This design comes from an exercise in tuning for small area on the open sky130 flow, not from production work.
Function was checked by simulation only, so behaviour that the tests miss may differ from the original.
Power is estimated from default activity; no workload was simulated.

==> flow/design.v <==
module vg63_loop_law (
    input  wire        clk,
    input  wire        rst,
    input  wire        cfg_we,
    input  wire [6:0]  cfg_addr,
    input  wire [31:0] cfg_wdata,
    input  wire        in_valid,
    output wire        in_ready,
    input  wire [31:0] in_e,
    input  wire [31:0] in_vn,
    input  wire [31:0] in_an,
    output reg         out_valid,
    output wire [31:0] out_y,
    output wire [31:0] out_ye,
    output reg         out_hi,
    output reg         out_lo,
    output reg         out_frozen
);
    localparam [3:0] ST_IDLE = 4'd0,
                     ST_FF   = 4'd1,
                     ST_FWD  = 4'd2,
                     ST_L1   = 4'd3,
                     ST_L2   = 4'd4,
                     ST_OW   = 4'd5,
                     ST_OP   = 4'd6,
                     ST_UW   = 4'd7,
                     ST_UPD  = 4'd8;
    reg  [3:0] ph;
    wire [2:0] p8 = ph[2:0];
    reg  [3:0] st;
    reg  [2:0] k;           
    reg  [5:0] c;           
    reg  [1:0] pass;        
    reg        pend;        
    reg  [6:0] adr;         
    reg  [2:0] nm1;         
    reg  [7:0] imask;
    assign in_ready = (st == ST_IDLE) && (ph == 4'd15);
    wire acc_cfg = in_ready && cfg_we;
    wire acc_smp = in_ready && in_valid;
    reg signed [30:0] E, W;
    reg signed [35:0] V;
    reg signed [35:0] A;
    reg  [1:0] psel,   n_psel;      
    reg  [3:0] dd,     n_dd;        
    reg        dfirst, n_dfirst;    
    reg        dstrm,  n_dstrm;     
    reg        dneg,   n_dneg;      
    reg        clrA,   n_clrA;
    reg        shift,  n_shift;
    reg        ldV,    n_ldV;       
    reg  [1:0] rndt,   n_rndt;      
    reg  [3:0] elo,    n_elo;       
    reg  [5:0] ehi,    n_ehi;       
    reg        rin;
    wire [37:0] erow = {ehi, 28'd0, elo};
    reg        pb0, pb1;
    always @(posedge clk) begin
        psel   <= n_psel;
        dd     <= n_dd;
        dfirst <= n_dfirst;
        dstrm  <= n_dstrm;
        dneg   <= n_dneg;
        clrA   <= n_clrA;
        shift  <= n_shift;
        ldV    <= n_ldV;
        rndt   <= n_rndt;
        elo    <= n_elo;
        ehi    <= n_ehi;
    end
    wire [30:0] P = (psel == 2'd0) ? E : (psel == 2'd1) ? V[30:0] : W;
    wire        pb = !dfirst && (dstrm ? pb1 : pb0);
    wire one0 = dd[0] ^ pb;
    wire two0 = (dd[1] & ~dd[0] & ~pb) | (~dd[1] & dd[0] & pb);
    wire s0   = (dd[1] ^ dneg) & (one0 | two0);
    wire one1 = dd[2] ^ dd[1];
    wire two1 = (dd[3] & ~dd[2] & ~dd[1]) | (~dd[3] & dd[2] & dd[1]);
    wire s1   = (dd[3] ^ dneg) & (one1 | two1);
    wire [31:0] Pe = {P[30], P};
    wire [31:0] P2 = {P, 1'b0};
    wire [31:0] r0 = (({32{one0}} & Pe) | ({32{two0}} & P2)) ^ {32{s0}};
    wire [31:0] r1 = (({32{one1}} & Pe) | ({32{two1}} & P2)) ^ {32{s1}};
    wire [35:0] ain = clrA ? 36'd0 : A;
    wire m_s1 = ain[0] ^ r0[0];
    wire m_c2 = ain[0] & r0[0];
    wire m_s3 = ain[2] ^ r0[2];
    wire m_c4 = ain[2] & r0[2];
    wire m_s5 = ain[3] ^ r0[3];
    wire m_c6 = ain[3] & r0[3];
    wire m_s7 = m_s1 ^ s0;
    wire m_c8 = m_s1 & s0;
    wire m_s9 = m_c2 ^ ain[1] ^ r0[1];
    wire m_c10 = (m_c2 & ain[1]) | (m_c2 & r0[1]) | (ain[1] & r0[1]);
    wire m_s11 = m_s3 ^ r1[0] ^ s1;
    wire m_c12 = (m_s3 & r1[0]) | (m_s3 & s1) | (r1[0] & s1);
    wire m_s13 = m_c4 ^ m_s5 ^ r1[1];
    wire m_c14 = (m_c4 & m_s5) | (m_c4 & r1[1]) | (m_s5 & r1[1]);
    wire m_s15 = m_c6 ^ ain[4] ^ r0[4];
    wire m_c16 = (m_c6 & ain[4]) | (m_c6 & r0[4]) | (ain[4] & r0[4]);
    wire m_s17 = ain[5] ^ r0[5];
    wire m_c18 = ain[5] & r0[5];
    wire m_s19 = ain[6] ^ r0[6];
    wire m_c20 = ain[6] & r0[6];
    wire m_s21 = ain[7] ^ r0[7];
    wire m_c22 = ain[7] & r0[7];
    wire m_s23 = ain[8] ^ r0[8];
    wire m_c24 = ain[8] & r0[8];
    wire m_s25 = ain[9] ^ r0[9];
    wire m_c26 = ain[9] & r0[9];
    wire m_s27 = ain[10] ^ r0[10];
    wire m_c28 = ain[10] & r0[10];
    wire m_s29 = ain[11] ^ r0[11];
    wire m_c30 = ain[11] & r0[11];
    wire m_s31 = ain[12] ^ r0[12];
    wire m_c32 = ain[12] & r0[12];
    wire m_s33 = ain[13] ^ r0[13];
    wire m_c34 = ain[13] & r0[13];
    wire m_s35 = ain[14] ^ r0[14];
    wire m_c36 = ain[14] & r0[14];
    wire m_s37 = ain[15] ^ r0[15];
    wire m_c38 = ain[15] & r0[15];
    wire m_s39 = ain[16] ^ r0[16];
    wire m_c40 = ain[16] & r0[16];
    wire m_s41 = ain[17] ^ r0[17];
    wire m_c42 = ain[17] & r0[17];
    wire m_s43 = ain[18] ^ r0[18];
    wire m_c44 = ain[18] & r0[18];
    wire m_s45 = ain[19] ^ r0[19];
    wire m_c46 = ain[19] & r0[19];
    wire m_s47 = ain[20] ^ r0[20];
    wire m_c48 = ain[20] & r0[20];
    wire m_s49 = ain[21] ^ r0[21];
    wire m_c50 = ain[21] & r0[21];
    wire m_s51 = ain[22] ^ r0[22];
    wire m_c52 = ain[22] & r0[22];
    wire m_s53 = ain[23] ^ r0[23];
    wire m_c54 = ain[23] & r0[23];
    wire m_s55 = ain[24] ^ r0[24];
    wire m_c56 = ain[24] & r0[24];
    wire m_s57 = ain[25] ^ r0[25];
    wire m_c58 = ain[25] & r0[25];
    wire m_s59 = ain[26] ^ r0[26];
    wire m_c60 = ain[26] & r0[26];
    wire m_s61 = ain[27] ^ r0[27];
    wire m_c62 = ain[27] & r0[27];
    wire m_s63 = ain[28] ^ r0[28];
    wire m_c64 = ain[28] & r0[28];
    wire m_s65 = ain[29] ^ r0[29];
    wire m_c66 = ain[29] & r0[29];
    wire m_s67 = ain[30] ^ r0[30];
    wire m_c68 = ain[30] & r0[30];
    wire m_s69 = ain[31] ^ ~r0[31] ^ r1[29];
    wire m_c70 = (ain[31] & ~r0[31]) | (ain[31] & r1[29]) | (~r0[31] & r1[29]);
    wire m_s71 = ain[32] ^ r1[30] ^ erow[32];
    wire m_c72 = (ain[32] & r1[30]) | (ain[32] & erow[32]) | (r1[30] & erow[32]);
    wire m_s73 = ain[33] ^ ~r1[31];
    wire m_c74 = ain[33] & ~r1[31];
    wire m_s75 = ain[34] ^ erow[34];
    wire m_c76 = ain[34] & erow[34];
    wire m_s77 = m_s7 ^ erow[0];
    wire m_c78 = m_s7 & erow[0];
    wire m_s79 = m_c8 ^ m_s9 ^ erow[1];
    wire m_c80 = (m_c8 & m_s9) | (m_c8 & erow[1]) | (m_s9 & erow[1]);
    wire m_s81 = m_c10 ^ m_s11 ^ erow[2];
    wire m_c82 = (m_c10 & m_s11) | (m_c10 & erow[2]) | (m_s11 & erow[2]);
    wire m_s83 = m_c12 ^ m_s13 ^ erow[3];
    wire m_c84 = (m_c12 & m_s13) | (m_c12 & erow[3]) | (m_s13 & erow[3]);
    wire m_s85 = m_c14 ^ m_s15 ^ r1[2];
    wire m_c86 = (m_c14 & m_s15) | (m_c14 & r1[2]) | (m_s15 & r1[2]);
    wire m_s87 = m_c16 ^ m_s17 ^ r1[3];
    wire m_c88 = (m_c16 & m_s17) | (m_c16 & r1[3]) | (m_s17 & r1[3]);
    wire m_s89 = m_c18 ^ m_s19 ^ r1[4];
    wire m_c90 = (m_c18 & m_s19) | (m_c18 & r1[4]) | (m_s19 & r1[4]);
    wire m_s91 = m_c20 ^ m_s21 ^ r1[5];
    wire m_c92 = (m_c20 & m_s21) | (m_c20 & r1[5]) | (m_s21 & r1[5]);
    wire m_s93 = m_c22 ^ m_s23 ^ r1[6];
    wire m_c94 = (m_c22 & m_s23) | (m_c22 & r1[6]) | (m_s23 & r1[6]);
    wire m_s95 = m_c24 ^ m_s25 ^ r1[7];
    wire m_c96 = (m_c24 & m_s25) | (m_c24 & r1[7]) | (m_s25 & r1[7]);
    wire m_s97 = m_c26 ^ m_s27 ^ r1[8];
    wire m_c98 = (m_c26 & m_s27) | (m_c26 & r1[8]) | (m_s27 & r1[8]);
    wire m_s99 = m_c28 ^ m_s29 ^ r1[9];
    wire m_c100 = (m_c28 & m_s29) | (m_c28 & r1[9]) | (m_s29 & r1[9]);
    wire m_s101 = m_c30 ^ m_s31 ^ r1[10];
    wire m_c102 = (m_c30 & m_s31) | (m_c30 & r1[10]) | (m_s31 & r1[10]);
    wire m_s103 = m_c32 ^ m_s33 ^ r1[11];
    wire m_c104 = (m_c32 & m_s33) | (m_c32 & r1[11]) | (m_s33 & r1[11]);
    wire m_s105 = m_c34 ^ m_s35 ^ r1[12];
    wire m_c106 = (m_c34 & m_s35) | (m_c34 & r1[12]) | (m_s35 & r1[12]);
    wire m_s107 = m_c36 ^ m_s37 ^ r1[13];
    wire m_c108 = (m_c36 & m_s37) | (m_c36 & r1[13]) | (m_s37 & r1[13]);
    wire m_s109 = m_c38 ^ m_s39 ^ r1[14];
    wire m_c110 = (m_c38 & m_s39) | (m_c38 & r1[14]) | (m_s39 & r1[14]);
    wire m_s111 = m_c40 ^ m_s41 ^ r1[15];
    wire m_c112 = (m_c40 & m_s41) | (m_c40 & r1[15]) | (m_s41 & r1[15]);
    wire m_s113 = m_c42 ^ m_s43 ^ r1[16];
    wire m_c114 = (m_c42 & m_s43) | (m_c42 & r1[16]) | (m_s43 & r1[16]);
    wire m_s115 = m_c44 ^ m_s45 ^ r1[17];
    wire m_c116 = (m_c44 & m_s45) | (m_c44 & r1[17]) | (m_s45 & r1[17]);
    wire m_s117 = m_c46 ^ m_s47 ^ r1[18];
    wire m_c118 = (m_c46 & m_s47) | (m_c46 & r1[18]) | (m_s47 & r1[18]);
    wire m_s119 = m_c48 ^ m_s49 ^ r1[19];
    wire m_c120 = (m_c48 & m_s49) | (m_c48 & r1[19]) | (m_s49 & r1[19]);
    wire m_s121 = m_c50 ^ m_s51 ^ r1[20];
    wire m_c122 = (m_c50 & m_s51) | (m_c50 & r1[20]) | (m_s51 & r1[20]);
    wire m_s123 = m_c52 ^ m_s53 ^ r1[21];
    wire m_c124 = (m_c52 & m_s53) | (m_c52 & r1[21]) | (m_s53 & r1[21]);
    wire m_s125 = m_c54 ^ m_s55 ^ r1[22];
    wire m_c126 = (m_c54 & m_s55) | (m_c54 & r1[22]) | (m_s55 & r1[22]);
    wire m_s127 = m_c56 ^ m_s57 ^ r1[23];
    wire m_c128 = (m_c56 & m_s57) | (m_c56 & r1[23]) | (m_s57 & r1[23]);
    wire m_s129 = m_c58 ^ m_s59 ^ r1[24];
    wire m_c130 = (m_c58 & m_s59) | (m_c58 & r1[24]) | (m_s59 & r1[24]);
    wire m_s131 = m_c60 ^ m_s61 ^ r1[25];
    wire m_c132 = (m_c60 & m_s61) | (m_c60 & r1[25]) | (m_s61 & r1[25]);
    wire m_s133 = m_c62 ^ m_s63 ^ r1[26];
    wire m_c134 = (m_c62 & m_s63) | (m_c62 & r1[26]) | (m_s63 & r1[26]);
    wire m_s135 = m_c64 ^ m_s65 ^ r1[27];
    wire m_c136 = (m_c64 & m_s65) | (m_c64 & r1[27]) | (m_s65 & r1[27]);
    wire m_s137 = m_c66 ^ m_s67 ^ r1[28];
    wire m_c138 = (m_c66 & m_s67) | (m_c66 & r1[28]) | (m_s67 & r1[28]);
    wire m_s139 = m_c68 ^ m_s69 ^ 1'b1;
    wire m_c140 = (m_c68 & m_s69) | (m_c68 & 1'b1) | (m_s69 & 1'b1);
    wire m_s141 = m_c70 ^ m_s71 ^ 1'b1;
    wire m_c142 = (m_c70 & m_s71) | (m_c70 & 1'b1) | (m_s71 & 1'b1);
    wire m_s143 = m_c72 ^ m_s73 ^ erow[33];
    wire m_c144 = (m_c72 & m_s73) | (m_c72 & erow[33]) | (m_s73 & erow[33]);
    wire m_s145 = m_c74 ^ m_s75 ^ 1'b1;
    wire m_c146 = (m_c74 & m_s75) | (m_c74 & 1'b1) | (m_s75 & 1'b1);
    wire m_s147 = m_c76 ^ ~ain[35] ^ erow[35];
    wire m_c148 = (m_c76 & ~ain[35]) | (m_c76 & erow[35]) | (~ain[35] & erow[35]);
    wire m_s149 = erow[36] ^ 1'b1;
    wire m_c150 = erow[36] & 1'b1;
    wire m_s151 = erow[37] ^ 1'b1;
    wire m_c152 = erow[37] & 1'b1;
    wire m_s153 = m_s77 ^ rin;
    wire m_c154 = m_s77 & rin;
    wire m_s155 = m_c78 ^ m_s79 ^ m_c154;
    wire m_c156 = (m_c78 & m_s79) | (m_c78 & m_c154) | (m_s79 & m_c154);
    wire m_s157 = m_c80 ^ m_s81 ^ m_c156;
    wire m_c158 = (m_c80 & m_s81) | (m_c80 & m_c156) | (m_s81 & m_c156);
    wire m_s159 = m_c82 ^ m_s83 ^ m_c158;
    wire m_c160 = (m_c82 & m_s83) | (m_c82 & m_c158) | (m_s83 & m_c158);
    wire m_s161 = m_c84 ^ m_s85 ^ m_c160;
    wire m_c162 = (m_c84 & m_s85) | (m_c84 & m_c160) | (m_s85 & m_c160);
    wire m_s163 = m_c86 ^ m_s87 ^ m_c162;
    wire m_c164 = (m_c86 & m_s87) | (m_c86 & m_c162) | (m_s87 & m_c162);
    wire m_s165 = m_c88 ^ m_s89 ^ m_c164;
    wire m_c166 = (m_c88 & m_s89) | (m_c88 & m_c164) | (m_s89 & m_c164);
    wire m_s167 = m_c90 ^ m_s91 ^ m_c166;
    wire m_c168 = (m_c90 & m_s91) | (m_c90 & m_c166) | (m_s91 & m_c166);
    wire m_s169 = m_c92 ^ m_s93 ^ m_c168;
    wire m_c170 = (m_c92 & m_s93) | (m_c92 & m_c168) | (m_s93 & m_c168);
    wire m_s171 = m_c94 ^ m_s95 ^ m_c170;
    wire m_c172 = (m_c94 & m_s95) | (m_c94 & m_c170) | (m_s95 & m_c170);
    wire m_s173 = m_c96 ^ m_s97 ^ m_c172;
    wire m_c174 = (m_c96 & m_s97) | (m_c96 & m_c172) | (m_s97 & m_c172);
    wire m_s175 = m_c98 ^ m_s99 ^ m_c174;
    wire m_c176 = (m_c98 & m_s99) | (m_c98 & m_c174) | (m_s99 & m_c174);
    wire m_s177 = m_c100 ^ m_s101 ^ m_c176;
    wire m_c178 = (m_c100 & m_s101) | (m_c100 & m_c176) | (m_s101 & m_c176);
    wire m_s179 = m_c102 ^ m_s103 ^ m_c178;
    wire m_c180 = (m_c102 & m_s103) | (m_c102 & m_c178) | (m_s103 & m_c178);
    wire m_s181 = m_c104 ^ m_s105 ^ m_c180;
    wire m_c182 = (m_c104 & m_s105) | (m_c104 & m_c180) | (m_s105 & m_c180);
    wire m_s183 = m_c106 ^ m_s107 ^ m_c182;
    wire m_c184 = (m_c106 & m_s107) | (m_c106 & m_c182) | (m_s107 & m_c182);
    wire m_s185 = m_c108 ^ m_s109 ^ m_c184;
    wire m_c186 = (m_c108 & m_s109) | (m_c108 & m_c184) | (m_s109 & m_c184);
    wire m_s187 = m_c110 ^ m_s111 ^ m_c186;
    wire m_c188 = (m_c110 & m_s111) | (m_c110 & m_c186) | (m_s111 & m_c186);
    wire m_s189 = m_c112 ^ m_s113 ^ m_c188;
    wire m_c190 = (m_c112 & m_s113) | (m_c112 & m_c188) | (m_s113 & m_c188);
    wire m_s191 = m_c114 ^ m_s115;
    wire m_c192 = m_c114 & m_s115;
    wire m_s193 = m_c116 ^ m_s117 ^ m_c192;
    wire m_c194 = (m_c116 & m_s117) | (m_c116 & m_c192) | (m_s117 & m_c192);
    wire m_s195 = m_c118 ^ m_s119 ^ m_c194;
    wire m_c196 = (m_c118 & m_s119) | (m_c118 & m_c194) | (m_s119 & m_c194);
    wire m_s197 = m_c120 ^ m_s121 ^ m_c196;
    wire m_c198 = (m_c120 & m_s121) | (m_c120 & m_c196) | (m_s121 & m_c196);
    wire m_s199 = m_c122 ^ m_s123 ^ m_c198;
    wire m_c200 = (m_c122 & m_s123) | (m_c122 & m_c198) | (m_s123 & m_c198);
    wire m_s201 = m_c124 ^ m_s125 ^ m_c200;
    wire m_c202 = (m_c124 & m_s125) | (m_c124 & m_c200) | (m_s125 & m_c200);
    wire m_s203 = m_c126 ^ m_s127 ^ m_c202;
    wire m_c204 = (m_c126 & m_s127) | (m_c126 & m_c202) | (m_s127 & m_c202);
    wire m_s205 = m_c128 ^ m_s129 ^ m_c204;
    wire m_c206 = (m_c128 & m_s129) | (m_c128 & m_c204) | (m_s129 & m_c204);
    wire m_s207 = m_c130 ^ m_s131 ^ m_c206;
    wire m_c208 = (m_c130 & m_s131) | (m_c130 & m_c206) | (m_s131 & m_c206);
    wire m_s209 = m_c132 ^ m_s133 ^ m_c208;
    wire m_c210 = (m_c132 & m_s133) | (m_c132 & m_c208) | (m_s133 & m_c208);
    wire m_s211 = m_c134 ^ m_s135 ^ m_c210;
    wire m_c212 = (m_c134 & m_s135) | (m_c134 & m_c210) | (m_s135 & m_c210);
    wire m_s213 = m_c136 ^ m_s137 ^ m_c212;
    wire m_c214 = (m_c136 & m_s137) | (m_c136 & m_c212) | (m_s137 & m_c212);
    wire m_s215 = m_c138 ^ m_s139 ^ m_c214;
    wire m_c216 = (m_c138 & m_s139) | (m_c138 & m_c214) | (m_s139 & m_c214);
    wire m_s217 = m_c140 ^ m_s141 ^ m_c216;
    wire m_c218 = (m_c140 & m_s141) | (m_c140 & m_c216) | (m_s141 & m_c216);
    wire m_s219 = m_c142 ^ m_s143 ^ m_c218;
    wire m_c220 = (m_c142 & m_s143) | (m_c142 & m_c218) | (m_s143 & m_c218);
    wire m_s221 = m_c144 ^ m_s145 ^ m_c220;
    wire m_c222 = (m_c144 & m_s145) | (m_c144 & m_c220) | (m_s145 & m_c220);
    wire m_s223 = m_c146 ^ m_s147 ^ m_c222;
    wire m_c224 = (m_c146 & m_s147) | (m_c146 & m_c222) | (m_s147 & m_c222);
    wire m_s225 = m_c148 ^ m_s149 ^ m_c224;
    wire m_c226 = (m_c148 & m_s149) | (m_c148 & m_c224) | (m_s149 & m_c224);
    wire m_s227 = m_c150 ^ m_s151 ^ m_c226;
    wire m_c228 = (m_c150 & m_s151) | (m_c150 & m_c226) | (m_s151 & m_c226);
    wire m_s229 = m_c114 ^ m_s115 ^ 1'b1;
    wire m_c230 = (m_c114 & m_s115) | (m_c114 & 1'b1) | (m_s115 & 1'b1);
    wire m_s231 = m_c116 ^ m_s117 ^ m_c230;
    wire m_c232 = (m_c116 & m_s117) | (m_c116 & m_c230) | (m_s117 & m_c230);
    wire m_s233 = m_c118 ^ m_s119 ^ m_c232;
    wire m_c234 = (m_c118 & m_s119) | (m_c118 & m_c232) | (m_s119 & m_c232);
    wire m_s235 = m_c120 ^ m_s121 ^ m_c234;
    wire m_c236 = (m_c120 & m_s121) | (m_c120 & m_c234) | (m_s121 & m_c234);
    wire m_s237 = m_c122 ^ m_s123 ^ m_c236;
    wire m_c238 = (m_c122 & m_s123) | (m_c122 & m_c236) | (m_s123 & m_c236);
    wire m_s239 = m_c124 ^ m_s125 ^ m_c238;
    wire m_c240 = (m_c124 & m_s125) | (m_c124 & m_c238) | (m_s125 & m_c238);
    wire m_s241 = m_c126 ^ m_s127 ^ m_c240;
    wire m_c242 = (m_c126 & m_s127) | (m_c126 & m_c240) | (m_s127 & m_c240);
    wire m_s243 = m_c128 ^ m_s129 ^ m_c242;
    wire m_c244 = (m_c128 & m_s129) | (m_c128 & m_c242) | (m_s129 & m_c242);
    wire m_s245 = m_c130 ^ m_s131 ^ m_c244;
    wire m_c246 = (m_c130 & m_s131) | (m_c130 & m_c244) | (m_s131 & m_c244);
    wire m_s247 = m_c132 ^ m_s133 ^ m_c246;
    wire m_c248 = (m_c132 & m_s133) | (m_c132 & m_c246) | (m_s133 & m_c246);
    wire m_s249 = m_c134 ^ m_s135 ^ m_c248;
    wire m_c250 = (m_c134 & m_s135) | (m_c134 & m_c248) | (m_s135 & m_c248);
    wire m_s251 = m_c136 ^ m_s137 ^ m_c250;
    wire m_c252 = (m_c136 & m_s137) | (m_c136 & m_c250) | (m_s137 & m_c250);
    wire m_s253 = m_c138 ^ m_s139 ^ m_c252;
    wire m_c254 = (m_c138 & m_s139) | (m_c138 & m_c252) | (m_s139 & m_c252);
    wire m_s255 = m_c140 ^ m_s141 ^ m_c254;
    wire m_c256 = (m_c140 & m_s141) | (m_c140 & m_c254) | (m_s141 & m_c254);
    wire m_s257 = m_c142 ^ m_s143 ^ m_c256;
    wire m_c258 = (m_c142 & m_s143) | (m_c142 & m_c256) | (m_s143 & m_c256);
    wire m_s259 = m_c144 ^ m_s145 ^ m_c258;
    wire m_c260 = (m_c144 & m_s145) | (m_c144 & m_c258) | (m_s145 & m_c258);
    wire m_s261 = m_c146 ^ m_s147 ^ m_c260;
    wire m_c262 = (m_c146 & m_s147) | (m_c146 & m_c260) | (m_s147 & m_c260);
    wire m_s263 = m_c148 ^ m_s149 ^ m_c262;
    wire m_c264 = (m_c148 & m_s149) | (m_c148 & m_c262) | (m_s149 & m_c262);
    wire m_s265 = m_c150 ^ m_s151 ^ m_c264;
    wire m_c266 = (m_c150 & m_s151) | (m_c150 & m_c264) | (m_s151 & m_c264);
    wire m_x267 = m_c190 ? m_s229 : m_s191;
    wire m_x268 = m_c190 ? m_s231 : m_s193;
    wire m_x269 = m_c190 ? m_s233 : m_s195;
    wire m_x270 = m_c190 ? m_s235 : m_s197;
    wire m_x271 = m_c190 ? m_s237 : m_s199;
    wire m_x272 = m_c190 ? m_s239 : m_s201;
    wire m_x273 = m_c190 ? m_s241 : m_s203;
    wire m_x274 = m_c190 ? m_s243 : m_s205;
    wire m_x275 = m_c190 ? m_s245 : m_s207;
    wire m_x276 = m_c190 ? m_s247 : m_s209;
    wire m_x277 = m_c190 ? m_s249 : m_s211;
    wire m_x278 = m_c190 ? m_s251 : m_s213;
    wire m_x279 = m_c190 ? m_s253 : m_s215;
    wire m_x280 = m_c190 ? m_s255 : m_s217;
    wire m_x281 = m_c190 ? m_s257 : m_s219;
    wire m_x282 = m_c190 ? m_s259 : m_s221;
    wire m_x283 = m_c190 ? m_s261 : m_s223;
    wire m_x284 = m_c190 ? m_s263 : m_s225;
    wire m_x285 = m_c190 ? m_s265 : m_s227;
    wire [37:0] m_sum = {m_x285, m_x284, m_x283, m_x282, m_x281, m_x280, m_x279, m_x278, m_x277, m_x276, m_x275, m_x274, m_x273, m_x272, m_x271, m_x270, m_x269, m_x268, m_x267, m_s189, m_s187, m_s185, m_s183, m_s181, m_s179, m_s177, m_s175, m_s173, m_s171, m_s169, m_s167, m_s165, m_s163, m_s161, m_s159, m_s157, m_s155, m_s153};
    wire [37:0] S = m_sum;
    wire [3:0] dout = S[3:0];
    always @(posedge clk) begin
        if (dstrm)
            pb1 <= dd[3];
        else
            pb0 <= dd[3];
    end
    function [30:0] sat31;
        input [37:0] v;
        begin
            if (v[37:30] != {8{v[37]}})
                sat31 = v[37] ? 31'h40000000 : 31'h3FFFFFFF;
            else
                sat31 = v[30:0];
        end
    endfunction
    wire [30:0] Ssat = sat31(S);
    always @(posedge clk)
        A <= shift ? {{2{S[37]}}, S[37:4]} : ldV ? V : S[35:0];
    wire [30:0] qb0, qb12, qa12;
    wire [62:0] qs1;
    wire [61:0] qs2;
    reg  [2:0] wcf;         
    wire       clr = pend && (adr == 7'h45);
    reg  [7:0] w1lo, w2lo;  
    reg        w1hi, w2hi;
    reg        frz;         
    genvar g;
    generate
        for (g = 0; g < 31; g = g + 1) begin : RB0
            localparam integer TR = g / 4;
            reg [7:0] r;
            always @(posedge clk) r <= {r[6:0], wcf[0] ? W[g] : r[7]};
            assign qb0[g] = r[(6 + TR) % 8];
        end
        for (g = 0; g < 31; g = g + 1) begin : RB12
            localparam integer I = g / 4;
            reg [15:0] r;
            always @(posedge clk) r <= {r[14:0], wcf[1] ? W[g] : r[15]};
            assign qb12[g] = r[(7 + 2 * I) % 16];
        end
        for (g = 0; g < 31; g = g + 1) begin : RA12
            localparam integer I = g / 4;
            reg [15:0] r;
            always @(posedge clk) r <= {r[14:0], wcf[2] ? W[g] : r[15]};
            assign qa12[g] = r[(8 + 2 * I) % 16];
        end
        for (g = 0; g < 32; g = g + 1) begin : RS12L
            localparam integer I = g / 4;
            reg [15:0] r;
            wire we = clr || w1lo[I] || w2lo[I];
            always @(posedge clk) r <= {r[14:0], we ? dout[g % 4] : r[15]};
            assign qs1[g] = r[(20 - I) % 16];
            assign qs2[g] = r[6];
        end
        for (g = 32; g < 62; g = g + 1) begin : RS12H
            localparam integer I = (g - 32) / 4;
            reg [15:0] r;
            wire we = clr || w1hi || w2hi;
            always @(posedge clk) r <= {r[14:0], we ? A[g - 32] : r[15]};
            assign qs1[g] = r[(5 + I) % 16];
            assign qs2[g] = r[(7 + 2 * I) % 16];
        end
        if (1) begin : RS1T
            reg [7:0] r;
            wire we = clr || w1hi;
            always @(posedge clk) r <= {r[6:0], we ? A[30] : r[7]};
            assign qs1[62] = r[4];
        end
    endgenerate
    wire [3:0] b0d  [0:7];
    wire [3:0] b12d [0:7];
    wire [3:0] a12d [0:7];
    wire [3:0] s1ld [0:7];
    wire [3:0] s1hd [0:7];
    wire [3:0] s2ld [0:7];
    wire [3:0] s2hd [0:7];
    generate
        for (g = 0; g < 7; g = g + 1) begin : DG
            assign b0d[g]  = qb0[4*g+3:4*g];
            assign b12d[g] = qb12[4*g+3:4*g];
            assign a12d[g] = qa12[4*g+3:4*g];
            assign s1hd[g] = qs1[32+4*g+3:32+4*g];
            assign s2hd[g] = qs2[32+4*g+3:32+4*g];
        end
        for (g = 0; g < 8; g = g + 1) begin : DL
            assign s1ld[g] = qs1[4*g+3:4*g];
            assign s2ld[g] = qs2[4*g+3:4*g];
        end
    endgenerate
    assign b0d[7]  = {qb0[30], qb0[30:28]};
    assign b12d[7] = {qb12[30], qb12[30:28]};
    assign a12d[7] = {qa12[30], qa12[30:28]};
    assign s1hd[7] = {qs1[62], qs1[62:60]};
    assign s2hd[7] = {qs2[61], qs2[61], qs2[61:60]};
    wire [2:0] jo = p8 - 3'd3;            
    wire [2:0] esel = (pend && adr[6:1] == 6'b100000) ? ph[3:1] : jo;
    reg  [3:0] edig;
    always @* begin
        case (esel)
            3'd0: edig = W[3:0];
            3'd1: edig = W[7:4];
            3'd2: edig = W[11:8];
            3'd3: edig = W[15:12];
            3'd4: edig = W[19:16];
            3'd5: edig = W[23:20];
            3'd6: edig = W[27:24];
            default: edig = {W[30], W[30:28]};
        endcase
    end
    reg  [63:0] rk;
    wire wk = pend && (adr == {6'b100000, ph[0]});
    always @(posedge clk) rk <= {rk[59:0], wk ? edig : rk[63:60]};
    wire [3:0] kkd = rk[59:56];       
    reg  [31:0] rmin, rmax, rslw, rye;
    wire [3:0]  omn = rmin[31:28];
    wire [3:0]  omx = rmax[31:28];
    wire [3:0]  slw = rslw[31:28];
    wire [3:0]  yep = rye[31:28];
    wire        wye;
    wire [3:0]  yen;
    always @(posedge clk) begin
        rmin <= {rmin[27:0], (pend && adr == 7'h42) ? edig : omn};
        rmax <= {rmax[27:0], (pend && adr == 7'h43) ? edig : omx};
        rslw <= {rslw[27:0], (pend && adr == 7'h44) ? edig : slw};
        rye  <= {rye[27:0],  clr ? 4'd0 : wye ? yen : yep};
    end
    wire       in_step = (st == ST_FWD) || (st == ST_UPD);
    wire       dig_c   = in_step && (c[5:3] == 3'd0);         
    wire       rnd_c   = in_step && (c == 6'd8);
    wire       s1ph    = (c <= 6'd24);
    wire [5:0] cq      = s1ph ? c - 6'd9 : c - 6'd33;
    wire [2:0] pi      = cq[3:1];                               
    wire       pfirst  = !cq[0];
    wire       in_pair = (st == ST_UPD) &&
                         (((c >= 6'd9) && (c <= 6'd24)) || ((c >= 6'd33) && (c <= 6'd48)));
    wire       kodd    = k[0];
    wire [1:0] rx = (st == ST_FWD) ? ((k == 3'd0) ? 2'd0 : 2'd2) : (kodd ? 2'd2 : 2'd0);
    wire [1:0] ry = kodd ? 2'd0 : 2'd2;
    wire [3:0] ph_n     = ph + 4'd1;
    wire       n_step   = (st_n == ST_FWD) || (st_n == ST_UPD);
    wire       n_dig    = n_step && (c_n[5:3] == 3'd0);            
    wire       n_s1ph   = (c_n <= 6'd24);
    wire [5:0] n_cq     = n_s1ph ? c_n - 6'd9 : c_n - 6'd33;
    wire [2:0] n_pi     = n_cq[3:1];
    wire       n_pfirst = !n_cq[0];
    wire       n_pair   = (st_n == ST_UPD) &&
                          (((c_n >= 6'd9) && (c_n <= 6'd24)) || ((c_n >= 6'd33) && (c_n <= 6'd48)));
    wire [1:0] n_rx     = (st_n == ST_FWD) ? ((k_n == 3'd0) ? 2'd0 : 2'd2) :
                          (k_n[0] ? 2'd2 : 2'd0);
    wire [1:0] n_ry     = k_n[0] ? 2'd0 : 2'd2;
    always @* begin
        n_psel   = 2'd2;
        n_dd     = 4'd0;
        n_dfirst = 1'b1;
        n_dstrm  = 1'b0;
        n_dneg   = 1'b0;
        n_clrA   = 1'b0;
        n_shift  = 1'b0;
        n_ldV    = 1'b0;
        n_rndt   = 2'd0;
        n_elo    = 4'd0;
        n_ehi    = 6'd0;
        if (st_n == ST_IDLE) begin
            n_clrA   = 1'b1;
        end else if (st_n == ST_FF) begin
            n_psel   = ph_n[0] ? 2'd2 : 2'd1;
            n_dd     = kkd;
            n_dfirst = (ph_n[3:1] == 3'd0);
            n_dstrm  = ph_n[0];
            n_clrA   = (ph_n == 4'd0);
            n_shift  = ph_n[0] && (ph_n != 4'd15);
        end else if (n_dig) begin
            n_psel   = n_rx;
            n_dd     = b0d[c_n[2:0]];
            n_dfirst = (c_n == 6'd0);
            n_clrA   = (c_n == 6'd0);
            n_shift  = (c_n[2:0] != 3'd7);
            n_elo    = s1ld[c_n[2:0]];
            n_ehi    = {(c_n[2:0] == 3'd7) ? {2{s1hd[c_n[2:0]][3]}} : 2'b00, s1hd[c_n[2:0]]};
        end else if (n_pair) begin
            n_psel   = n_pfirst ? n_rx : n_ry;
            n_dd     = n_pfirst ? b12d[n_pi] : a12d[n_pi];
            n_dfirst = (n_pi == 3'd0);
            n_dstrm  = !n_pfirst;
            n_dneg   = !n_pfirst;
            n_clrA   = n_pfirst && (n_pi == 3'd0);
            n_shift  = !n_pfirst;
            if (!n_pfirst && n_s1ph) begin
                n_elo = s2ld[n_pi];
                n_ehi = {(n_pi == 3'd7) ? {2{s2hd[n_pi][3]}} : 2'b00, s2hd[n_pi]};
            end
        end else if (st_n == ST_L1) begin
            n_psel   = 2'd2;
            n_dd     = 4'd1;
        end else if (st_n == ST_L2) begin
            n_rndt   = 2'd2;
        end
        if (n_step && c_n == 6'd8)
            n_rndt = 2'd1;
        if (st_n == ST_FWD && c_n == 6'd8 && k_n == nm1)
            n_ldV = 1'b1;
    end
    reg  b27, stk, fb27, fstk;
    always @* begin
        if (rndt[1])
            rin = fb27 && (!A[35] || fstk);
        else if (rndt[0])
            rin = b27 && (!A[35] || stk);
        else
            rin = 1'b0;
    end
    integer ii;
    always @* begin
        wcf = 3'd0;
        if (pend && !adr[6]) begin
            wcf[0] = (adr[2:0] == 3'd0) && (adr[5:3] == p8);
            if (adr[5:3] == p8 && ph[3] == (adr[3] ^ (adr[2:0] == 3'd2 || adr[2:0] == 3'd4))) begin
                wcf[1] = (adr[2:0] == 3'd1) || (adr[2:0] == 3'd2);
                wcf[2] = (adr[2:0] == 3'd3) || (adr[2:0] == 3'd4);
            end
        end
        for (ii = 0; ii < 8; ii = ii + 1) begin
            w1lo[ii] = in_pair && !pfirst && s1ph && (pi == ii) && !frz;
            w2lo[ii] = in_pair && !pfirst && !s1ph && (pi == ii) && !frz;
        end
        w1hi = (st == ST_UPD) && (c == 6'd25) && !frz;
        w2hi = (st == ST_UPD) && (c == 6'd49) && !frz;
    end
    reg bnz, bsg, pfx, T, lzv, q0, q1;
    reg [2:0] lz;
    wire [30:0] PX = (rx == 2'd0) ? E : W;
    wire xnz = |PX;
    wire xs  = PX[30];
    wire pin = pfx ^ bsg;
    wire sgG = T ^ pin;
    wire gnz = !(lzv && (lz > k));
    wire [3:0] ydig = edig;
    reg cA, cB, cC, zA, zB, zD, zC, sgA, sgB, szr, spos, sneg;
    wire op    = (st == ST_OP);
    wire j0    = (jo == 3'd0);
    wire j7    = (jo == 3'd7);
    wire ltmin = sgA;
    wire lemin = sgA || !zA;
    wire gtmax = !sgB && zB;
    wire gemax = !sgB;
    wire [3:0] yl = ltmin ? omn : gtmax ? omx : ydig;
    wire [4:0] t1 = {1'b0, ydig} + {1'b0, ~omn} + {4'd0, j0 ? 1'b1 : cA};
    wire [4:0] t2 = {1'b0, ydig} + {1'b0, ~omx} + {4'd0, j0 ? 1'b1 : cB};
    wire [4:0] t3 = {1'b0, yl} + {1'b0, ~yep} + {4'd0, j0 ? 1'b1 : cA};
    wire [4:0] t4 = {1'b0, t3[3:0]} + {1'b0, ~slw} + {4'd0, j0 ? 1'b1 : cB};
    wire [4:0] t5 = {1'b0, t3[3:0]} + {1'b0, slw} + {4'd0, j0 ? 1'b0 : cC};
    wire [4:0] t6 = {1'b0, yep} + {1'b0, sneg ? ~slw : slw} + {4'd0, j0 ? sneg : cA};
    wire [3:0] yen0 = (spos || sneg) ? t6[3:0] : yl;
    assign     yen  = j7 ? {yen0[2], yen0[2:0]} : yen0;
    wire [4:0] t7 = {1'b0, yen} + {1'b0, ~yl} + {4'd0, j0 ? 1'b1 : cB};
    assign     wye  = op && (pass == 2'd2);
    wire gt_s = !(t3[3] ^ ~slw[3] ^ t4[4]) && (zD || (t4[3:0] != 4'd0));
    wire lt_s = t3[3] ^ slw[3] ^ t5[4];
    wire e_lt = t7[3];
    wire e_gt = !t7[3] && (zC || (t7[3:0] != 4'd0));
    wire hi_n = e_lt || gemax;
    wire lo_n = e_gt || lemin;
    reg [3:0] st_n;
    reg [2:0] k_n;
    reg [5:0] c_n;
    always @* begin
        st_n = st;
        k_n  = k;
        c_n  = c;
        case (st)
            ST_IDLE: begin
                if (acc_smp)
                    st_n = ST_FF;
            end
            ST_FF: begin
                if (ph == 4'd15) begin
                    st_n = ST_FWD;
                    k_n  = 3'd0;
                    c_n  = 6'd0;
                end
            end
            ST_FWD: begin
                if (c == 6'd8) begin
                    c_n = 6'd0;
                    if (k == nm1)
                        st_n = ST_L1;
                    else
                        k_n = k + 3'd1;
                end else
                    c_n = c + 6'd1;
            end
            ST_L1: st_n = ST_L2;
            ST_L2: st_n = (p8 == 3'd2) ? ST_OP : ST_OW;
            ST_OW: if (p8 == 3'd2) st_n = ST_OP;
            ST_OP: begin
                if (j7 && pass == 2'd2)
                    st_n = ST_UW;
            end
            ST_UW: begin
                if (ph == 4'd15) begin
                    st_n = ST_UPD;
                    k_n  = 3'd0;
                    c_n  = 6'd0;
                end
            end
            ST_UPD: begin
                if (c == 6'd56) begin
                    c_n = 6'd0;
                    if (k == nm1)
                        st_n = ST_IDLE;
                    else
                        k_n = k + 3'd1;
                end else
                    c_n = c + 6'd1;
            end
            default: st_n = ST_IDLE;
        endcase
        if (rst)
            st_n = ST_IDLE;
    end
    always @(posedge clk) begin
        st <= st_n;
        k  <= k_n;
        c  <= c_n;
        if (rst) begin
            ph        <= 4'd0;
            pend      <= 1'b0;
            out_valid <= 1'b0;
        end else begin
            ph        <= ph + 4'd1;
            out_valid <= (st == ST_OP) && j7 && (pass == 2'd2);
            if (acc_cfg)
                pend <= 1'b1;
            else if (ph == 4'd15)
                pend <= 1'b0;
        end
    end
    always @(posedge clk) begin
        if (acc_cfg) begin
            adr <= cfg_addr;
            if (cfg_addr == 7'h45) begin
                nm1   <= cfg_wdata[2:0] - 3'd1;
                imask <= cfg_wdata[15:8];
            end
        end
    end
    always @(posedge clk) begin
        if (acc_smp)
            E <= in_e[30:0];
        else if (st == ST_UPD && rnd_c && ry == 2'd0)
            E <= Ssat;
        if (acc_smp)
            V <= {{5{in_vn[30]}}, in_vn[30:0]};
        else if (st == ST_FF && ph == 4'd15)
            V <= S[35:0];
        if (acc_cfg)
            W <= cfg_wdata[30:0];
        else if (acc_smp)
            W <= in_an[30:0];
        else if ((st == ST_FWD && rnd_c) || st == ST_L2 ||
                 (st == ST_UPD && rnd_c && ry == 2'd2))
            W <= Ssat;
    end
    always @(posedge clk) begin
        if (dig_c && c[2:0] != 3'd7) begin
            if (c[2:0] == 3'd6) begin
                b27 <= dout[3];
                stk <= stk || (dout[2:0] != 3'd0);
            end else
                stk <= ((c[2:0] != 3'd0) && stk) || (dout != 4'd0);
        end
        if (st == ST_FF && ph[0] && ph[3:1] != 3'd7) begin
            if (ph[3:1] == 3'd6) begin
                fb27 <= dout[3];
                fstk <= fstk || (dout[2:0] != 3'd0);
            end else
                fstk <= ((ph[3:1] != 3'd0) && fstk) || (dout != 4'd0);
        end
    end
    always @(posedge clk) begin
        if (dig_c) begin
            bnz <= ((c[2:0] != 3'd0) && bnz) || (dd != 4'd0);
            if (c[2:0] == 3'd7)
                bsg <= dd[3];
        end
        if (st == ST_FF) begin
            pfx <= 1'b0;
            lzv <= 1'b0;
            q0  <= 1'b0;
            q1  <= 1'b0;
        end else if (st == ST_FWD && rnd_c) begin
            pfx <= pin;
            if (k == nm1)
                T <= pin;
            if (!bnz) begin
                lz  <= k;
                lzv <= 1'b1;
            end
            if (imask[k] && xnz) begin
                if (xs ^ pin) begin
                    q1 <= 1'b1;
                    q0 <= bnz && q0;
                end else begin
                    q0 <= 1'b1;
                    q1 <= bnz && q1;
                end
            end else if (!bnz) begin
                q0 <= 1'b0;
                q1 <= 1'b0;
            end
        end else if (st == ST_UW) begin
            pfx <= 1'b0;
        end else if (st == ST_UPD && rnd_c) begin
            pfx <= pin;
            frz <= imask[k] && gnz && xnz &&
                   ((out_hi && !(sgG ^ xs)) || (out_lo && (sgG ^ xs)));
        end
    end
    always @(posedge clk) begin
        if (st == ST_L2)
            pass <= 2'd0;
        else if (op && j7)
            pass <= pass + 2'd1;
        if (op) begin
            case (pass)
                2'd0: begin
                    cA  <= t1[4];
                    cB  <= t2[4];
                    zA  <= (!j0 && zA) || (t1[3:0] != 4'd0);
                    zB  <= (!j0 && zB) || (t2[3:0] != 4'd0);
                    szr <= (!j0 && szr) || (slw != 4'd0);
                    if (j7) begin
                        sgA <= t1[3];
                        sgB <= t2[3];
                    end
                end
                2'd1: begin
                    cA <= t3[4];
                    cB <= t4[4];
                    cC <= t5[4];
                    zD <= (!j0 && zD) || (t4[3:0] != 4'd0);
                    if (j7) begin
                        sneg <= szr && lt_s;
                        spos <= szr && !lt_s && gt_s;
                    end
                end
                default: begin
                    cA <= t6[4];
                    cB <= t7[4];
                    zC <= (!j0 && zC) || (t7[3:0] != 4'd0);
                    if (j7) begin
                        out_hi     <= hi_n;
                        out_lo     <= lo_n;
                        out_frozen <= (hi_n && (T ? q1 : q0)) || (lo_n && (T ? q0 : q1));
                    end
                end
            endcase
        end
    end
    assign out_y  = {W[30], W};
    assign out_ye = {rye[3:0], rye[7:4], rye[11:8], rye[15:12],
                     rye[19:16], rye[23:20], rye[27:24], rye[31:28]};
endmodule
==> flow/flow/run.sh <==
#!/bin/bash
# The standard layout (standard.sh), with three of its settings changed:
# ports buffered with buf_1, clock tree without dummy loads, and power
# recovery (downsizing of cells that have slack) after global routing.
set -euo pipefail
export BUFFER_PORTS_ARGS="-buffer_cell sky130_fd_sc_hd__buf_1"
export CTS_ARGS="-sink_clustering_enable -repair_clock_nets -sink_clustering_size 16 -sink_clustering_max_diameter 50 -buf_list sky130_fd_sc_hd__clkbuf_8 -dont_use_dummy_load"
export RECOVER_POWER=100
bash standard.sh finish > standard_flow.log 2>&1
==> flow/standard.sh <==
#!/bin/bash
# synth_recipe.tcl (not shown) runs the flow's synth.tcl, then flattens the netlist and writes it again
# the make line also repeats each setting of config.mk as NAME=value (left out here)
make -C /OpenROAD-flow-scripts/flow DESIGN_CONFIG=/design/flow/config.mk WORK_HOME=/design/flow/orfs CLKGATE_MAP_FILE= SYNTH_SCRIPT=/design/flow/synth_recipe.tcl "${@:-finish}"
==> flow/config.mk <==
export PLATFORM = sky130hd
export DESIGN_NAME = vg63_loop_law
export DESIGN_NICKNAME = vg63_loop_law
export VERILOG_FILES = /design/flow/design.v
export SDC_FILE = /design/flow/constraint.sdc
export NUM_CORES = 8
export LEC_CHECK = 0
export CAP_MARGIN = 20
export CORE_MARGIN = 2
export CORE_UTILIZATION = 65
export CTS_BUF_LIST = sky130_fd_sc_hd__clkbuf_8
export CTS_CLUSTER_DIAMETER = 50
export CTS_CLUSTER_SIZE = 16
export PLACE_DENSITY = 0.72
export SLEW_MARGIN = 20
==> flow/constraint.sdc <==
create_clock -name core_clock -period 18.0 [get_ports {clk}]
set_input_delay 3.6000 -clock core_clock [delete_from_list [all_inputs] [get_ports {clk}]]
set_output_delay 3.6000 -clock core_clock [all_outputs]
set_load 0.01 [all_outputs]
==> flow_summary.ini, run 1 <==
[outcome]
status = finished with violations
so.violations = capacitance limit, slew limit

[critical_path]
setup.worst_path.class = flop to flop
crit_top_cell = fa_1
critPathSlowestCell = dfxtp_1
r2r_cells = 41
cp-start-kind = flop
crit_fanout = 60
crit_path_max_incr_delay_ps = 1620
arrival_ps = 16760
required_ps = 18610
cp-end-kind = flop

[clocking]
post_cts_resized = 0
clockBufferDepth = 3
cts_hold_buffers = 0
cts.reportedPaths.clkPinSlew_ps = 100
post-cts-setup-buffer-count = 0
cts_sinks = 2660
insertion_delay_ps = 920
clockRootBuffer = clkbuf_8
cts_buffers = 200
cts.htree.levels = 4
cts_tree = yes

[yosys]
syn_area_um2 = 70240
yosysMostFrequentCell = dfxtp_1
synth_top_area_share_pct = 71.71
syn-num-nets = 5177
yosys.area.top_type = dfxtp_1
synth-main-ff-cell = dfxtp_1
ys_seq_area_share_pct = 77.87
syn_inst = 4868
synth.distinct_cells = 97
async_flop_share_pct = 0
avgSynthCellArea_um2 = 14.43
synth_common_cells = 2516 x dfxtp_1, 217 x nand2_1, 192 x nor2_1, 186 x a21oi_1, 177 x mux2_2
synth-seq-cells = 2660
yosys_warnings = 1
synth_edf_count = 144
synth_area_leaders = dfxtp_1 72%, edfxtp_1 6.2%, mux2_2 2.8%, fa_1 1.9%, ha_1 1.8%

[sta]
setup_viol = 0
hold_violations = 0
fin_ws_ps = 1844
max_freq_mhz = 61.90
fin_crit_sh_pct = 89.76
slew_viol_final = 558
min_period_ps = 16160
worstMarginPinSlew_ps = 4781
finClkSkew_ps = 112.7
timing.hold.ws_ps = 256.5
rsz0062_at_grt = false
relSlewSlack_pct = -218.7
tns_ps = 0

[drt]
drc = 0
drtAntennaViolNets = 0
routed_via_density = 5.510
vias = 36300
wl_per_cell_um = 23.09
routed_wl_um = 152100
initialDrtViolationCount = 3391
first_pass_iters = 6

[placed_design]
dp_cells = 6377
gp_congestion = 0.9333
dpl_cell_area_um2 = 72760
io_buffer_count = 203
dpl.hpwl_um = 104400
dp_slack_ps = 2784

[finish]
fillCellCount = 7319
layout.nets = 5485
finalInstanceArea_um2 = 75320
area_delta_synth_final_pct = 7.229
ff_latch_area_um2 = 54700
stdcell_count = 6587
multi_input_area_um2 = 14480
fin_util_pct = 70.35
final_layout_size_suffix_gt1_share_pct = 8.581

[pwr]
power_density_nw_per_um2 = 119.4
totalPowerFinal_mw = 8.990
ir_worst_vdd_mv = 0.1045
leakage_nw = 29.69

[global_route]
antenna_found_initial = 16
grt_max_degree = 98
gr-total-overflow = 0
grt_use_total_pct = 27.53
grt_pass1_wl_um = 222400
grt_pass1_vias = 34810

[floorplan]
fp-row-count = 120
die_w_um = 332.7
die_area_um2 = 110700
die_y_um = 332.7
core_um2 = 107100
num_io_pins = 208
start_util_pct = 65.61

[hold_path]
hold_class = flop to flop
holdPathStages = 0

[run]
cap_violations = 16
[layout by cell type, fill, tap and decap left out, types with 20 or more instances in the layout]
cell type,instances
inv_1,114
xor2_1,30
buf_4,34
o22ai_1,71
mux2i_1,91
fa_1,67
dfxtp_1,2513
mux2_2,158
buf_1,196
clkbuf_1,46
mux2_1,20
a211oi_1,47
a221o_1,34
nor4_1,25
nor2b_1,49
nor3_1,27
nand3_1,46
o21ai_0,140
ha_1,99
edfxtp_1,144
nand2_1,217
nor2_1,191
a21oi_1,184
xnor2_1,63
o22a_1,30
clkbuf_8,200
[state kept, by name (all words and copies together), names as in the netlist, 5 cells and up]
signal / flops
rk: 64
rslw: 32
RS12L.r: 512
V: 36
imask: 8
RS12H.r: 480
RA12.r: 496
rmax: 32
E: 31
adr: 7
A: 36
RB12.r: 496
rye: 32
c: 6
RS1T.r: 8
ehi: 5
RB0.r: 248
W: 31
rmin: 32
[cell families after synthesis]
family                     synth area share (%)
adders and majority gates                 3.759
DFF                                       77.87
xor gates and xnor gates                  1.197
buffers and inverters                     1.585
and+or+nand+nor                           4.471
muxes                                     4.450
AOI/OAI and AO/OA                         6.671
[path summary, 6_finish.rpt]
kind	slack, ps	endpoint	startpoint
min	260	RS12H[34].r[14]	RS12H[34].r[13]
max	1840	W[26]	psel[0]
max reg2reg	1840	W[26]	psel[0]
min reg2reg	260	RS12H[34].r[14]	RS12H[34].r[13]
[report_power, final]
group / total, mW / internal (mW) / switching (mW) / leakage, nW
clock: 2.65 / 0.990 / 1.66 / 1.44
combinational: 0.403 / 0.106 / 0.296 / 6.64
sequential: 5.94 / 5.93 / 0.0106 / 21.6
total: 8.99 / 7.03 / 1.96 / 29.7
[layout make-up]
type | instances | area share [%]
repair buffers | 276 | 1.545
inverters | 117 | 0.5831
well taps | 1403 | 2.331
diodes | 10 | 0.03323
flip-flops and latches | 2660 | 72.62
multi-input cells | 1921 | 19.23
clock buffers | 200 | 3.655
[metal layers]
| layer | global-route usage (%) | vias up | wire length (um) |
|---|---|---|---|
| li1 | - | 16960 | - |
| met1 | 39.22 | 17450 | 67200 |
| met2 | 41.21 | 1516 | 65460 |
| met3 | 5.667 | 367 | 12860 |
| met4 | 11.71 | 4 | 6529 |
| met5 | 0 | - | 24 |
[worst max-delay path: cells and delay by family (launching register included)]
kind | cells | cell delay (ps)
muxes | 1 | 310
AOI/OAI and AO/OA | 8 | 2690
and+or+nand+nor | 4 | 1080
DFF | 1 | 1620
xor gates and xnor gates | 2 | 490
buffers and inverters | 5 | 610
adders and majority gates | 21 | 9100
==> run 2: changes to the inputs <==
==> flow/flow/run.sh (replaced) <==
#!/bin/bash
# The standard layout (standard.sh), with two of its settings changed:
# ports buffered with buf_1, and a clock tree without dummy loads.
set -euo pipefail
export BUFFER_PORTS_ARGS="-buffer_cell sky130_fd_sc_hd__buf_1"
export CTS_ARGS="-sink_clustering_enable -repair_clock_nets -sink_clustering_size 16 -sink_clustering_max_diameter 50 -buf_list sky130_fd_sc_hd__clkbuf_8 -dont_use_dummy_load"
bash standard.sh finish > standard_flow.log 2>&1
==> flow_summary.ini, run 2 <==
[outcome]
status = finished clean

[finish]
final_layout_size_suffix_gt1_share_pct = 10.03
largest_reg_flops = 512
fillCellCount = 7280
area_delta_synth_final_pct = 7.535
multi_input_area_um2 = 14560
ff_latch_area_um2 = 54700
top_regs = RS12L.r (512), RA12.r (496), RB12.r (496)
final_common_cell = dfxtp_1
layout.nets = 5485
mostFrequentLayoutCells = 2512 x dfxtp_1, 215 x nand2_1, 203 x buf_1
largest_register = RS12L.r
stdcell_count = 6583

[global_route]
grt_max_degree = 98
grt_pass1_wl_um = 222400
gr-total-overflow = 0
grt_pass1_vias = 34810
antenna_found_initial = 16
grt_use_total_pct = 27.53

[critical_path]
crit_fanout = 60
critPathSlowestCell = dfxtp_2
crit_top_cell = fa_1
crit_path_max_incr_delay_ps = 1020
required_ps = 18610
setup.worst_path.class = flop to flop
cp-start-kind = flop
arrival_ps = 15840
cp-end-kind = flop

[sta]
hold_violations = 0
rsz0062_at_grt = false
relSlewSlack_pct = 23.56
finClkSkew_ps = 110.1
worstMarginPinSlew_ps = 1147
fin_ws_ps = 2767
tns_ps = 0
slew_viol_final = 0
setup_viol = 0
fin_crit_sh_pct = 84.63
max_freq_mhz = 65.65
min_period_ps = 15230

[clocking]
post_cts_resized = 0
cts_hold_buffers = 0
clockBufferDepth = 3
cts.reportedPaths.clkPinSlew_ps = 100
cts_buffers = 200
cts_tree = yes
insertion_delay_ps = 920
cts.htree.levels = 4
clockRootBuffer = clkbuf_8
post-cts-setup-buffer-count = 0
cts_sinks = 2660

[pwr]
totalPowerFinal_mw = 8.993
power_density_nw_per_um2 = 119.1
ir_worst_vdd_mv = 0.1045
leakage_nw = 29.83

[floorplan]
fp-row-count = 120
die_w_um = 332.7
core_um2 = 107100
start_util_pct = 65.61
die_y_um = 332.7
die_area_um2 = 110700
num_io_pins = 208

[yosys]
yosysMostFrequentCell = dfxtp_1
synth_common_cells = 2516 x dfxtp_1, 217 x nand2_1, 192 x nor2_1, 186 x a21oi_1, 177 x mux2_2
syn_area_um2 = 70240
synth-main-ff-cell = dfxtp_1
yosys_warnings = 1
avgSynthCellArea_um2 = 14.43
synth_top_area_share_pct = 71.71
synth.distinct_cells = 97
syn-num-nets = 5177
yosys.area.top_type = dfxtp_1
synth_area_leaders = dfxtp_1 72%, edfxtp_1 6.2%, mux2_2 2.8%, fa_1 1.9%, ha_1 1.8%
async_flop_share_pct = 0
syn_inst = 4868
synth_edf_count = 144
synth-seq-cells = 2660
ys_seq_area_share_pct = 77.87

[placed_design]
io_buffer_count = 203
dpl.hpwl_um = 104400
dp_cells = 6377
dp_slack_ps = 2784
gp_congestion = 0.9333

[hold_path]
hold_class = flop to flop

[drt]
routed_via_density = 5.516
first_pass_iters = 8
wl_per_cell_um = 23.10
initialDrtViolationCount = 3280
vias = 36310
drc = 0
drtAntennaViolNets = 0
routed_wl_um = 152100

[run]
cap_violations = 0
run 2: cells by family (layout without fill, tap and decap cells):
logic type	after synthesis	after routing	synth area share, %
XOR/XNOR	96	96	1.197
adder cells (fa/ha/maj)	171	171	3.759
AND/OR/NAND/NOR	667	667	4.471
flip-flops	2660	2660	77.87
AO/OA/AOI/OAI	709	709	6.671
other	0	6	0
multiplexers	278	278	4.450
buffers and inverters	287	593	1.585
run 2: stage by stage:
step	area, um^2	hold slack [ps]	utilization (%)
after floorplan	70240	309.6	-
after global placement	72760	309.5	67.97
after detailed placement	72760	312.1	67.97
after CTS	75510	248.3	70.54
after global routing	75530	256.9	70.55
final	75530	260.8	70.56
run 2: worst max-delay path, delay by kind of cell, from the launching register on:
family / cells / cell delay, ps
fa+ha+maj: 21 / 9100
compound gates: 8 / 2420
simple gates: 4 / 1090
flops: 1 / 1020
buf+inv: 5 / 600
xor+xnor: 2 / 460
mux: 1 / 270
run 2: area by class of cell:
cell class | instances | share of cell area, %
Multi-Input combinational cell | 1921 | 19.28
Sequential cell | 2660 | 72.42
Clock buffer | 200 | 3.644
Timing Repair Buffer | 276 | 1.734
Antenna cell | 6 | 0.01988
Inverter | 117 | 0.5814
Tap cell | 1403 | 2.324
run 2: final timing paths:
path	startpoint	endpoint	slack, ps	depth (start not counted)
worst min-delay path	RS12H[34].r[13]	RS12H[34].r[14]	260	0
worst max register to register	psel[0]	W[26]	2770	41
worst min register to register	RS12H[34].r[13]	RS12H[34].r[14]	260	0
worst max-delay path	psel[0]	W[26]	2770	41
run 2: power by group:
group / switching, mW / leakage, nW / total [mW] / internal, mW
clock network: 1.66 / 1.44 / 2.65 / 0.990
registers: 0.0109 / 21.6 / 5.94 / 5.93
logic: 0.295 / 6.79 / 0.406 / 0.111
total: 1.96 / 29.8 / 8.99 / 7.03
run 2: routing by layer:
metal | track usage (%) | wire, um | vias to the layer above | part of all wire, %
li1 | - | - | 16960 | -
met1 | 39.22 | 68060 | 17530 | 45
met2 | 41.21 | 65730 | 1465 | 43
met3 | 5.667 | 11850 | 361 | 7.8
met4 | 11.71 | 6400 | 6 | 4.2
met5 | 0 | 38 | - | 0.025
==> run 3: changes to the inputs <==
==> flow/flow/run.sh (replaced) <==
#!/bin/bash
# The standard layout (standard.sh), with two of its settings changed:
# ports buffered with buf_1, and a clock tree without dummy loads.
set -euo pipefail
export BUFFER_PORTS_ARGS="-buffer_cell sky130_fd_sc_hd__buf_1"
export CTS_ARGS="-sink_clustering_enable -repair_clock_nets -sink_clustering_size 30 -sink_clustering_max_diameter 70 -buf_list sky130_fd_sc_hd__clkbuf_16 -dont_use_dummy_load"
bash standard.sh finish > standard_flow.log 2>&1
==> flow_summary.ini, run 3 <==
[placed_design]
dpl_cell_area_um2 = 72760
dp_cells = 6377
gp_congestion = 0.9333
dpl.hpwl_um = 104400
dp_slack_ps = 2784
io_buffer_count = 203

[pwr]
clkPwrFrac_pct = 29.7
swShare_pct = 21.26
internal_power_mw = 7.117
power_density_nw_per_um2 = 119.7
seqPwrFrac_pct = 65.8
ir_worst_vdd_mv = 0.1260
switchingPower_mw = 1.921
leakage_nw = 29.73
totalPowerFinal_mw = 9.038
pwr-share-comb_pct = 4.5

[sta]
relSlewSlack_pct = 21.54
hold_violations = 0
tns_ps = 0
worstMarginPinSlew_ps = 1173
fin_crit_sh_pct = 85.05
min_period_ps = 15310
fin_ws_ps = 2692
slew_viol_final = 0
rsz0062_at_grt = false
finClkSkew_ps = 97.69
setup_viol = 0
max_freq_mhz = 65.32

[critical_path]
rrSetupSlack_ps = 2690
crit_path_max_incr_delay_ps = 1030
crit_top_cell = fa_1
required_ps = 18450
reg2reg_to = W[26]
cp-end-kind = flop
critPathSlowestCell = dfxtp_2
cp-start-kind = flop
crit_fanout = 60
r2r_cells = 41
reg2reg_from = psel[0]
setup.worst_path.class = flop to flop
arrival_ps = 15760

[drt]
routed_wl_um = 151800
drc = 0
drtAntennaViolNets = 0
wl_per_cell_um = 23.38
vias = 35990
routed_via_density = 5.543
first_pass_iters = 8
initialDrtViolationCount = 3447

[yosys]
yosysMostFrequentCell = dfxtp_1
synth_adder_area_share_pct = 3.759
synth.distinct_cells = 97
synth-seq-cells = 2660
avgSynthCellArea_um2 = 14.43
synth-main-ff-cell = dfxtp_1
synth_top_family_by_area = compound AO/OA/AOI/OAI gates
synth_edf_count = 144
synth_common_cells = 2516 x dfxtp_1, 217 x nand2_1, 192 x nor2_1, 186 x a21oi_1, 177 x mux2_2
yosys_warnings = 1
ys_seq_area_share_pct = 77.87
synth_top_area_share_pct = 71.71
synth_xor_area_share_pct = 1.197
syn_area_um2 = 70240
synth_compound_area_share_pct = 6.671
yosys.area.top_type = dfxtp_1
syn_inst = 4868
syn-num-nets = 5177
synthSimpleGateAreaFrac_pct = 4.471
synth_area_leaders = dfxtp_1 72%, edfxtp_1 6.2%, mux2_2 2.8%, fa_1 1.9%, ha_1 1.8%
async_flop_share_pct = 0
synth.mux.area_fraction_pct = 4.450

[finish]
ff_latch_area_um2 = 54700
largest_register = RS12L.r
final_common_cell = dfxtp_1
final_layout_size_suffix_gt1_share_pct = 8.402
top_regs = RS12L.r (512), RA12.r (496), RB12.r (496)
fillCellCount = 7212
finalInstanceArea_um2 = 75490
mostFrequentLayoutCells = 2512 x dfxtp_1, 215 x nand2_1, 203 x buf_1
largest_reg_flops = 512
layout.nets = 5393
stdcell_count = 6494
multi_input_area_um2 = 14560
area_delta_synth_final_pct = 7.475

[clocking]
cts_tree = yes
cts.htree.levels = 3
clockBufferDepth = 3
cts_buffers = 108
post-cts-setup-buffer-count = 0
cts_sinks = 2660
cts_hold_buffers = 0
insertion_delay_ps = 740
clockRootBuffer = clkbuf_16
post_cts_resized = 0
cts.reportedPaths.clkPinSlew_ps = 100

[global_route]
grt_max_degree = 98
grt_pass1_wl_um = 220800
antenna_found_initial = 16
grt_pass1_vias = 33960
gr-total-overflow = 0
grt_use_total_pct = 27.29

[hold_path]
holdPathStages = 0
hold_class = flop to flop
holdPathEnd = rmin[15]
hp-start = rmin[11]

[floorplan]
die_area_um2 = 110700
start_util_pct = 65.61
fp-row-count = 120
die_w_um = 332.7
num_io_pins = 208
core_um2 = 107100
die_y_um = 332.7

[run]
cap_violations = 0

[outcome]
status = finished clean
-- run 3: worst max-delay path by stage --
stage	start	end	slack [ps]	depth (start not counted)
floorplan	psel[0]	E[10]	4370	44
global placement	psel[0]	W[27]	2910	41
detailed placement	psel[0]	W[26]	2780	41
CTS	psel[0]	W[9]	2820	41
global route	dstrm	W[9]	1930	41
finish	psel[0]	W[26]	2690	41
-- run 3: cell families after synthesis --
family | after synthesis
flip-flops | 2660
AO/OA/AOI/OAI | 709
AND/OR/NAND/NOR | 667
buffers and inverters | 287
multiplexers | 278
adder cells (fa/ha/maj) | 171
XOR/XNOR | 96
-- run 3: worst max-delay path, delay by kind of cell, from the launching register on --
kind	cells	cell delay (ps)
AOI/OAI and AO/OA	8	2410
adders and majority gates	21	9100
buffers and inverters	5	610
xor gates and xnor gates	2	480
and+or+nand+nor	4	1110
muxes	1	270
DFF	1	1030
-- run 3: cell type report --
type | instances | share of cell area (%)
diodes | 9 | 0.02983
inverters | 117 | 0.5818
flip-flops and latches | 2660 | 72.46
clock buffers | 108 | 3.580
multi-input cells | 1921 | 19.29
repair buffers | 276 | 1.735
well taps | 1403 | 2.325
-- run 3: stage by stage --
step	hold slack, ps	util, %
2_1_floorplan	309.6	-
3_3_place_gp	309.5	67.97
3_5_place_dp	312.1	67.97
4_1_cts	264.2	70.49
5_1_grt	269.3	70.50
6_report	271.0	70.52
-- run 3: routing by layer --
metal	share of wire [%]	track usage [%]	up-vias
met5	0.074	0	-
met4	4.1	10.07	12
met3	7.8	5.066	318
met2	44	41.46	1427
met1	44	39.36	17430
li1	-	-	16810
-- run 3: power by group through the flow --
stage | clock, mW | sequential (mW) | combinational [mW]
after floorplan | 0 | 6.07 | 0.205
after global placement | 0 | 6.08 | 0.394
after detailed placement | 0 | 6.08 | 0.398
after CTS | 2.73 | 5.94 | 0.400
final | 2.69 | 5.94 | 0.409
after global routing | 2.92 | 5.95 | 0.420

==> separate check: timing with driven ports <==
The flow's constraints put no driver on any port. The routed layouts listed below were extracted and timed again, unchanged, in two steps. Step 1: set_driving_cell puts a clkbuf_16 on clk and a buf_2 on each other input, an assumption about the parent block. Step 2 times the ports against the registers' clock, not the clock port: input delays grow and output delays shrink by t, the midpoint of the rising clock arrivals with the driver on. Slacks: ideal / step 1 / step 2; pairs: ideal / step 1.
run | t, ns | setup slack, ns | worst slew at a driven data input, ns
run 1 | 0.933 | 1.844 / 1.844 / 1.844 | 0.17
run 2 | 0.938 | 2.767 / 2.767 / 2.767 | 0.16
run 3 | 0.770 | 2.692 / 2.692 / 2.692 | 0.17
